From an optimization exercise on the open Yosys and OpenROAD flow, aimed at small area and a short achievable clock period; shortcuts taken in it are not production practice.
Only simulation tests tie the RTL to the original design; equivalence was not proved.
Power is estimated from default activity; no workload was simulated.

[flow/run.sh]
#!/bin/bash
# synth_recipe.tcl (not shown) runs the flow's synth.tcl, then flattens the netlist and writes it again
# the make line also repeats each setting of config.mk as NAME=value (left out here)
make -C /OpenROAD-flow-scripts/flow DESIGN_CONFIG=/design/flow/config.mk WORK_HOME=/design/flow/orfs CLKGATE_MAP_FILE= SYNTH_SCRIPT=/design/flow/synth_recipe.tcl finish
[flow/constraint.sdc]
create_clock -name core_clock -period 27.0 [get_ports {clk}]
set_input_delay 5.4000 -clock core_clock [delete_from_list [all_inputs] [get_ports {clk}]]
set_output_delay 5.4000 -clock core_clock [all_outputs]
set_load 0.01 [all_outputs]
[flow/design.v]
module cv_unit (
    input             clk,
    input             rst,
    input             we,
    input      [3:0]  addr,
    input      [17:0] wdata,
    output reg [17:0] rdata,
    output reg        err,
    input             feed_valid,
    input      [3:0]  feed_n,
    input      [8:0]  feed_data
);
    reg [7:0]  cfg;
    reg [31:0] poly;
    reg [31:0] init;
    reg [31:0] val;
    wire [4:0]  wm1    = cfg[4:0];
    wire        refin  = cfg[5];
    wire        refout = cfg[6];
    wire        finv   = cfg[7];
    wire [31:0] mask     = 32'hFFFF_FFFF >> (5'd31 - wm1);
    wire [31:0] new_mask = 32'hFFFF_FFFF >> (5'd31 - wdata[4:0]);
    wire        feed_ok = (feed_n != 4'd0) && (feed_n <= 4'd9);
    reg  [31:0] fed;
    reg         b, fb;
    reg  [3:0]  idx;
    integer     j;
    always @* begin
        fed = val;
        idx = 4'd0;
        b   = 1'b0;
        fb  = 1'b0;
        for (j = 0; j < 9; j = j + 1) begin
            if (j < feed_n) begin
                idx = refin ? j[3:0] : (feed_n - 4'd1 - j[3:0]);
                b   = feed_data[idx];
                fb  = b ^ fed[wm1];
                fed = (fed << 1) & mask;
                if (fb)
                    fed = fed ^ poly;
            end
        end
    end
    reg  [31:0] rev;
    reg  [31:0] res;
    integer     k;
    always @* begin
        for (k = 0; k < 32; k = k + 1)
            rev[k] = val[31 - k];
        res = refout ? (rev >> (5'd31 - wm1)) : val;
        if (finv)
            res = res ^ mask;
    end
    reg [17:0] rd_word;
    always @* begin
        case (addr)
            4'd0:    rd_word = {10'd0, cfg};
            4'd1:    rd_word = poly[17:0];
            4'd2:    rd_word = {4'd0, poly[31:18]};
            4'd3:    rd_word = init[17:0];
            4'd4:    rd_word = {4'd0, init[31:18]};
            4'd5:    rd_word = val[17:0];
            4'd6:    rd_word = {4'd0, val[31:18]};
            4'd7:    rd_word = res[17:0];
            4'd8:    rd_word = {4'd0, res[31:18]};
            default: rd_word = 18'd0;
        endcase
    end
    always @(posedge clk) begin
        if (rst) begin
            cfg   <= 8'o037;
            poly  <= 32'd0;
            init  <= 32'd0;
            val   <= 32'd0;
            rdata <= 18'd0;
            err   <= 1'b0;
        end else begin
            rdata <= rd_word;
            err   <= 1'b0;
            if (we) begin
                case (addr)
                    4'd0: begin
                        if (wdata[4:0] < 5'd2) begin
                            err <= 1'b1;            
                        end else begin
                            cfg  <= wdata[7:0];
                            poly <= poly & new_mask;
                            init <= init & new_mask;
                            val  <= val  & new_mask;
                        end
                    end
                    4'd1: poly <= {poly[31:18], wdata}         & mask;
                    4'd2: poly <= {wdata[13:0], poly[17:0]}    & mask;
                    4'd3: init <= {init[31:18], wdata}         & mask;
                    4'd4: init <= {wdata[13:0], init[17:0]}    & mask;
                    4'd5: val  <= {val[31:18],  wdata}         & mask;
                    4'd6: val  <= {wdata[13:0], val[17:0]}     & mask;
                    4'd9: val  <= init;
                    default: ;                              
                endcase
            end else if (feed_valid && feed_ok) begin
                val <= fed;
            end
        end
    end
endmodule
[flow/config.mk]
export PLATFORM = sky130hd
export DESIGN_NAME = cv_unit
export DESIGN_NICKNAME = cv_unit
export VERILOG_FILES = /design/flow/design.v
export SDC_FILE = /design/flow/constraint.sdc
export NUM_CORES = 4
export LEC_CHECK = 0
export CAP_MARGIN = 20
export CORE_MARGIN = 2
export CORE_UTILIZATION = 25
export PLACE_DENSITY = 0.35
export SLEW_MARGIN = 20
==> summary.md, run 1 <==
| Metric | Value |
|---|---|
| Share of cells above drive strength 1 | `0.129` |
| Peak supply drop | `42.7 µV` |
| Clock root cell | `clkbuf_16` |
| Routed vias/inst | `6.72` |
| NumNets Final | `4316` |
| Sequential element share of the synthesized area | `0.0890` |
| Post-CTS Setup Inserts | `0` |
| Final wirelength | `225 mm` |
| Die height | `337 µm` |
| RSZ-0062 raised after global routing | `no` |
| Critical Path Source | `feed_n[0]` |
| Initial antenna violation count | `23` |
| Dpl hpwl | `161 mm` |
| Worst Min Path Start | `poly[26]` |
| First-pass GRT wire length | `301 mm` |
| Total CTS buffers | `17` |
| Hold-fix buffers, CTS | `0` |
| Overall power | `1.34 mW` |
| Vias | `38900` |
| Critical path required time | `27.36 ns` |
| Synth-to-Final Area Change | `13.0%` |
| Post-route setup TNS | `0 ns` |
| Commonest cells in the netlist | `nand2_1 (712), nor2_1 (617), clkbuf_1 (367)` |
| Count leader, synth | `nand2_1` |
| Syn Inst Count | `4364` |
| Worst slew margin | `0.186` |
| Worst r2r path cells | `62` |
| Final Setup Violations | `0` |
| Clock Latency Late Sink | `0.46 ns` |
| Max Cap Violations | `0` |
| Leakage Power | `10.6 nW` |
| Area of the multi-input gates | `0.0235 mm²` |
| CP Launch Type | `input port` |
| Fin crit period | `25.83 ns` |
| R2R Setup Slk | `5.91 ns` |
| Residual DRC | `0` |
| Htree depth | `4` |
| Starting Density | `0.251` |
| Drt wl/cell | `38.8 µm` |
| Synth Register Bits | `123` |
| Worst-path clk slew | `0.07 ns` |
| DRT antenna net count | `0` |
| R2R Path End | `val[31]` |
| Mapped Avg Cell Area | `6.34 µm²` |
| Worst path max stage delay | `0.79 ns` |
| Core Rows | `122` |
| FMAX | `38.7 MHz` |
| Crit-path slowest cell | `nor3_1` |
| Fin util | `0.284` |
| Top-area cell type share of the netlist area | `0.0966` |
| Crit-path most repeated cell | `buf_4` |
| Slew @ Worst Pin | `1.22 ns` |
| Commonest register cell after synthesis | `dfxtp_1` |
| Die W | `337 µm` |
| Die area | `0.113 mm²` |
| Max-slew violations | `0` |
| Number of synthesized flops with an enable pin | `0` |
| Element type at the critical path end | `register` |
| Synthesis Warnings | `1` |
| Largest net degree at the start of global routing | `66` |
| Power density cells | `42.8 mW/mm²` |
| WHS Endpoint | `poly[26]` |
| Drt first pass iters | `10` |
| Synth unique cells | `110` |
| Ports | `58` |
| Largest cells by area after synthesis | `nand2_1 (9.7%), dfxtp_1 (8.9%), nor2_1 (8.4%), mux4_2 (7.0%), o21ai_0 (5.1%)` |
| Final hold violations | `0` |
| Post-CTS resize count | `0` |
| Crit Reg-Reg Startpoint | `cfg[2]` |
| Hold path depth | `2` |
| CP max FO | `38` |
| DRT iter0 DRCs | `6478` |
| CTS tree | `built` |
| Final setup skew | `0.0111 ns` |
| Fillers | `12500` |
| Vias in the first global route | `34300` |
| IO buf count | `57` |
| Final Cycle Share | `0.957` |
| Crit path DAT | `26.19 ns` |
| Status | `finished clean` |
| Total GRT Usage | `0.381` |
| Synth area leader | `nand2_1` |
| GRT overflow | `0` |
| Async set or reset register ratio after synthesis | `0` |
| Clock Path Buffers | `2` |
| Worst hold-check path type | `register to register` |
| Core footprint | `0.110 mm²` |
| CP Class | `input port to register` |
| RD Place Congestion | `1.02` |
| Cell Area, Synth | `0.0277 mm²` |
| Sequential cell area | `0.00248 mm²` |
| Num Clock Sinks | `123` |
| Mapped Nets | `4413` |
how the worst max path moves through the flow:
stage                     depth (start not counted)      end
after floorplan                                  65  val[19]
after global placement                           69  val[31]
after detailed placement                         66   val[9]
after CTS                                        66   val[9]
after global routing                             65   val[9]
final                                            64  val[31]
logic make-up (layout without fill, tap and decap cells):
kind of cell               count (synthesis)  in the layout  share of synthesized area
buffers and inverters                    491            407                     0.0718
and+or+nand+nor                         2023           2023                      0.327
other                                      0             17                          0
xor gates and xnor gates                 153            153                     0.0496
adders and majority gates                 10             10                    0.00452
AOI/OAI and AO/OA                       1340           1340                      0.335
muxes                                    224            224                      0.122
DFF                                      123            123                     0.0890
placed cells by master (no fill, tap or decap), types with 21 or more instances in the layout:
cell type / netlist / final
nor2_1: 617 / 602
or3_1: 41 / 41
o21ai_0: 281 / 279
nand3_1: 240 / 240
o31ai_1: 60 / 59
or2_2: 27 / 27
xnor2_1: 82 / 82
xor2_1: 68 / 68
buf_4: 9 / 277
a211oi_1: 50 / 50
a21o_1: 36 / 36
nor3_1: 116 / 113
inv_1: 37 / 34
o211ai_1: 52 / 52
dfxtp_1: 123 / 114
o311ai_0: 31 / 31
mux2_2: 25 / 25
a22oi_1: 88 / 88
mux4_2: 86 / 86
a21oi_1: 253 / 244
mux2i_1: 108 / 108
clkdlybuf4s50_1: 0 / 55
nand2b_1: 36 / 36
nand4_1: 50 / 50
a31oi_1: 58 / 58
o221ai_1: 21 / 21
a221oi_1: 30 / 30
and3_1: 53 / 53
nand2_1: 712 / 709
and2_1: 38 / 38
a32oi_1: 43 / 43
registers in the layout (all words and copies together) (netlist names):
register,flops
cfg,8
rdata,18
init,32
val,32
poly,32
err,1
power breakdown:
group	internal (mW)	leakage, nW	switching [mW]
registers	0.186	0.995	0.00994
logic	0.275	9.35	0.631
clock network	0.132	0.267	0.104
total	0.593	10.6	0.745
stage by stage:
stage	hold WS, ns	cells	setup slack (ns)	instance area (µm²)
5_1_grt	0.535	5771	0.0791	31200
3_5_place_dp	0.496	5736	1.15	30700
6_report	0.506	5785	1.17	31300
3_3_place_gp	0.488	5734	1.25	30600
4_1_cts	0.505	5768	1.60	31200
2_1_floorplan	0.484	4364	6.76	27700
cell type report:
| class | count | share of cell area |
|---|---|---|
| Antenna cell | 17 | 0.00136 |
| Clock buffer | 19 | 0.0145 |
| Clock inverter | 13 | 0.00376 |
| Inverter | 41 | 0.00492 |
| Multi-Input combinational cell | 3750 | 0.752 |
| Sequential cell | 123 | 0.0793 |
| Tap cell | 1488 | 0.0595 |
| Timing Repair Buffer | 334 | 0.0849 |
per-layer routing:
metal	share of wire	track usage	up-vias
li1	-	-	16000
met1	0.40	0.505	18900
met2	0.39	0.518	3158
met3	0.13	0.132	730
met4	0.079	0.246	22
met5	0.00087	0.00383	-
worst max-delay path, delay by kind of cell:
| family | cells | cell delay (ns) |
|---|---|---|
| mux | 2 | 0.94 |
| fa+ha+maj | 1 | 0.48 |
| simple gates | 22 | 6.60 |
| buf+inv | 10 | 3.18 |
| xor+xnor | 3 | 1.14 |
| compound gates | 26 | 8.32 |
==> inputs of run 2 (changes only) <==
==> flow/design.v (replaced) <==
module cv_unit (
    input             clk,
    input             rst,
    input             we,
    input      [3:0]  addr,
    input      [17:0] wdata,
    output reg [17:0] rdata,
    output reg        err,
    input             feed_valid,
    input      [3:0]  feed_n,
    input      [8:0]  feed_data
);
    reg [7:0]  cfg;
    reg [31:0] poly;
    reg [31:0] init;
    reg [31:0] val;
    wire [4:0]  wm1    = cfg[4:0];
    wire        refin  = cfg[5];
    wire        refout = cfg[6];
    wire        finv   = cfg[7];
    wire [31:0] mask = 32'hFFFF_FFFF >> (~wm1);
    wire [31:0] vl = val  << (~wm1);
    wire [31:0] pl = poly << (~wm1);
    wire        feed_ok = (feed_n != 4'd0) && (feed_n <= 4'd9);
    wire [3:0]  sh      = 4'd9 - feed_n;           
    reg  [8:0]  frev;
    integer     k;
    always @* begin
        for (k = 0; k < 9; k = k + 1)
            frev[k] = feed_data[8 - k];
    end
    wire [8:0]  vtop = vl[31:23] >> sh;                      
    wire [8:0]  dtop = refin ? (frev >> sh)                  
                             : (feed_data & (9'h1FF >> sh));  
    wire [8:0]  h    = vtop ^ dtop;
    reg  [8:0]  q;
    integer     i, j;
    always @* begin
        for (i = 8; i >= 0; i = i - 1) begin
            q[i] = h[i];
            for (j = i + 1; j < 9; j = j + 1)
                q[i] = q[i] ^ (q[j] & pl[32 - (j - i)]);
        end
    end
    reg  [31:0] fed;
    integer     m;
    always @* begin
        fed = val << feed_n;
        for (m = 0; m < 9; m = m + 1)
            if (q[m])
                fed = fed ^ (poly << m);
    end
    reg  [31:0] rev;
    integer     r;
    always @* begin
        for (r = 0; r < 32; r = r + 1)
            rev[r] = vl[31 - r];
    end
    reg  [31:0] src;
    always @* begin
        case (addr)
            4'd1, 4'd2: src = poly;
            4'd3, 4'd4: src = init;
            4'd5, 4'd6: src = val;
            4'd7, 4'd8: src = (refout ? rev : val) ^ {32{finv}};
            default:    src = 32'd0;
        endcase
        src = src & mask;
    end
    reg [17:0] rd_word;
    always @* begin
        case (addr)
            4'd0:                   rd_word = {10'd0, cfg};
            4'd1, 4'd3, 4'd5, 4'd7: rd_word = src[17:0];
            4'd2, 4'd4, 4'd6, 4'd8: rd_word = {4'd0, src[31:18]};
            default:                rd_word = 18'd0;
        endcase
    end
    always @(posedge clk) begin
        if (rst) begin
            cfg   <= 8'o037;
            poly  <= 32'd0;
            init  <= 32'd0;
            val   <= 32'd0;
            rdata <= 18'd0;
            err   <= 1'b0;
        end else begin
            rdata <= rd_word;
            err   <= 1'b0;
            if (we) begin
                case (addr)
                    4'd0: begin
                        if (wdata[4:0] < 5'd2) begin
                            err <= 1'b1;            
                        end else begin
                            cfg  <= wdata[7:0];
                            poly <= poly & mask;
                            init <= init & mask;
                            val  <= val  & mask;
                        end
                    end
                    4'd1: poly[17:0]  <= wdata;
                    4'd2: poly[31:18] <= wdata[13:0];
                    4'd3: init[17:0]  <= wdata;
                    4'd4: init[31:18] <= wdata[13:0];
                    4'd5: val[17:0]   <= wdata;
                    4'd6: val[31:18]  <= wdata[13:0];
                    4'd9: val         <= init;
                    default: ;                              
                endcase
            end else if (feed_valid && feed_ok) begin
                val <= fed;
            end
        end
    end
endmodule
--- a/flow/config.mk
+++ b/flow/config.mk
@@ -5,6 +5,7 @@
 export SDC_FILE = /design/flow/constraint.sdc
 export NUM_CORES = 4
 export LEC_CHECK = 0
+export ABC_AREA = 1
 export CAP_MARGIN = 20
 export CORE_MARGIN = 2
 export CORE_UTILIZATION = 25
==> summary.md, run 2 <==
| Metric | Value |
|---|---|
| Routed vias/inst | `5.62` |
| CTS tree | `built` |
| Status | `finished clean` |
| RSZ-0062 raised after global routing | `no` |
| Synthesis Warnings | `1` |
| Commonest non-fill, non-tap cells in the layout | `nand2_1 (1063), nand3_1 (365), nor2_1 (320)` |
| Slew @ Worst Pin | `1.04 ns` |
| Final setup margin | `12.72 ns` |
| Critical path required time | `27.38 ns` |
| Clock Latency Late Sink | `0.47 ns` |
| Core Rows | `97` |
| Sequential element share of the synthesized area | `0.139` |
| Async set or reset register ratio after synthesis | `0` |
| Synth-to-Final Area Change | `11.8%` |
| Number of synthesized flops with an enable pin | `0` |
| Crit-path most repeated cell | `nand2_1` |
| Drt first pass iters | `6` |
| Drt wl/cell | `27.8 µm` |
| Largest net degree at the start of global routing | `81` |
| Fin crit period | `14.28 ns` |
| Worst path max stage delay | `0.73 ns` |
| Post-route setup TNS | `0 ns` |
| Num Clock Sinks | `123` |
| Max-slew violations | `0` |
| Clock root cell | `clkbuf_16` |
| Fillers | `8086` |
| IO buf count | `57` |
| CP Class | `input port to register` |
| Final Setup Violations | `0` |
| # diodes | `0` |
| Mapped Avg Cell Area | `5.27 µm²` |
| Worst hold-check path type | `register to register` |
| Final setup skew | `0.0151 ns` |
| CP Launch Type | `input port` |
| Power density cells | `39.4 mW/mm²` |
| Commonest cells in the netlist | `nand2_1 (1064), nand3_1 (365), nor2_1 (322)` |
| Die W | `270 µm` |
| Total GRT Usage | `0.315` |
| Area of placed instances | `0.0191 mm²` |
| Biggest regs | `init x32, poly x32, val x32` |
| Fin cells | `4271` |
| Top-area cell type share of the netlist area | `0.226` |
| Htree depth | `4` |
| Dpl hpwl | `89.8 mm` |
| Crit-path slowest cell | `ha_1` |
| Post-CTS resize count | `0` |
| Synth Register Bits | `123` |
| Final hold violations | `0` |
| Cell area after layout | `0.0197 mm²` |
| Initial antenna violation count | `3` |
| Leakage Power | `8.07 nW` |
| Die height | `270 µm` |
| Vias | `24000` |
| RD Place Congestion | `0.960` |
| Worst-path clk slew | `0.07 ns` |
| Vias in the first global route | `21700` |
| Mapped Nets | `3397` |
| First-pass GRT wire length | `165 mm` |
| CP max FO | `57` |
| Synth area leader | `nand2_1` |
| Final wirelength | `119 mm` |
| Hold-fix buffers, CTS | `0` |
| Commonest register cell after synthesis | `dfxtp_1` |
| Peak supply drop | `32.2 µV` |
| Syn Inst Count | `3355` |
| Starting Density | `0.252` |
| Placement Setup Slack | `11.94 ns` |
| Synth unique cells | `55` |
| Share of cells above drive strength 1 | `0.0585` |
| Placed Cells | `4239` |
| Crit path DAT | `14.67 ns` |
| Clock Path Buffers | `2` |
| DRT iter0 DRCs | `3087` |
| DRT antenna net count | `0` |
| Max Cap Violations | `0` |
| Commonest non-fill, non-tap cell in the layout | `nand2_1` |
| Core footprint | `0.0700 mm²` |
| GRT overflow | `0` |
| NumNets Final | `3360` |
| Largest cells by area after synthesis | `nand2_1 (23%), dfxtp_1 (14%), nand3_1 (10%), o21ai_0 (8.3%), nor2_1 (6.8%)` |
| Ports | `58` |
| Worst slew margin | `0.304` |
| Total CTS buffers | `17` |
| Cell Area, Synth | `0.0177 mm²` |
| Final Cycle Share | `0.529` |
| Die area | `0.0728 mm²` |
| Residual DRC | `0` |
| FMAX | `70.0 MHz` |
| Element type at the critical path end | `register` |
| Count leader, synth | `nand2_1` |
| Post-CTS Setup Inserts | `0` |
-- run 2: worst max-delay path, delay by kind of cell --
| family | cells | cell delay [ns] |
|---|---|---|
| buffers and inverters | 8 | 3.01 |
| and+or+nand+nor | 28 | 5.05 |
| AOI/OAI and AO/OA | 2 | 0.33 |
| adders and majority gates | 1 | 0.73 |
-- run 2: power breakdown --
part / switching, mW / leakage (nW) / total [mW] / internal (mW)
registers: 0.0146 / 0.998 / 0.202 / 0.187
logic: 0.239 / 6.77 / 0.319 / 0.0802
clock network: 0.110 / 0.299 / 0.257 / 0.147
-- run 2: final timing paths --
path / start / to / slack, ns / depth (start not counted)
worst max-delay path: feed_n[2] / val[29] / 12.72 / 39
worst min register to register: init[28] / init[28] / 0.49 / 2
worst max register to register: cfg[0] / val[29] / 18.04 / 43
worst min-delay path: init[28] / init[28] / 0.49 / 2
-- run 2: cell families after synthesis --
logic type,Yosys count,share of synthesized area
multiplexers,22,0.0125
XOR/XNOR,68,0.0360
AND/OR/NAND/NOR,1933,0.466
adder cells (fa/ha/maj),3,0.00212
AO/OA/AOI/OAI,677,0.220
buffers and inverters,529,0.124
flip-flops,123,0.139
-- run 2: per-stage QoR --
stage / power, mW / hold WS, ns / util
after floorplan: 0.392 / 0.445 / -
after global placement: 0.516 / 0.467 / 0.273
after detailed placement: 0.516 / 0.475 / 0.273
after CTS: 0.771 / 0.485 / 0.282
after global routing: 0.808 / 0.506 / 0.282
final: 0.778 / 0.487 / 0.282
-- run 2: final cells by class --
cell class	count	area, µm²	share of cell area
Multi-Input combinational cell	2703	13000	0.660
Sequential cell	123	2470	0.125
Inverter	328	1230	0.0624
Timing Repair Buffer	145	1220	0.0618
Tap cell	940	1180	0.0596
Clock buffer	17	425	0.0215
Clock inverter	15	186	0.00944
-- run 2: routing by layer --
metal / GRT usage / routed length [µm] / up-vias
met5: 0 / 10 / -
met4: 0.163 / 6970 / 2
met3: 0.0429 / 8980 / 208
met2: 0.475 / 50000 / 1239
met1: 0.434 / 52800 / 11500
li1: - / - / 11100

-- afterwards: timing with drivers on the ports --
How much do the figures lean on ideal ports? The routed layouts below were timed once more, with nothing changed but the port constraints. Step 1, drivers: a clkbuf_16 drives clk and a buf_2 each remaining input, both assumed. Step 2 times the ports against the registers' clock, not the clock port: input delays grow and output delays shrink by t, the midpoint of the rising clock arrivals with the driver on. a / b / c = no drivers / after step 1 / after step 2; a / b = the first two.
run | t (ns) | setup slack, ns | slew at the worst register clock pin (ns) | worst slew at a driven data input, ns
run 1 | 0.522 | 1.172 / 1.214 / 0.692 | 0.07 / 0.07 | 0.05
run 2 | 0.516 | 12.716 / 12.748 / 12.233 | 0.07 / 0.07 | 0.12
After both steps setup and hold are still met in every run listed. The setup slack of run 2, which loses most, moves by +0.032 ns with the drivers and by -0.483 ns with both steps.
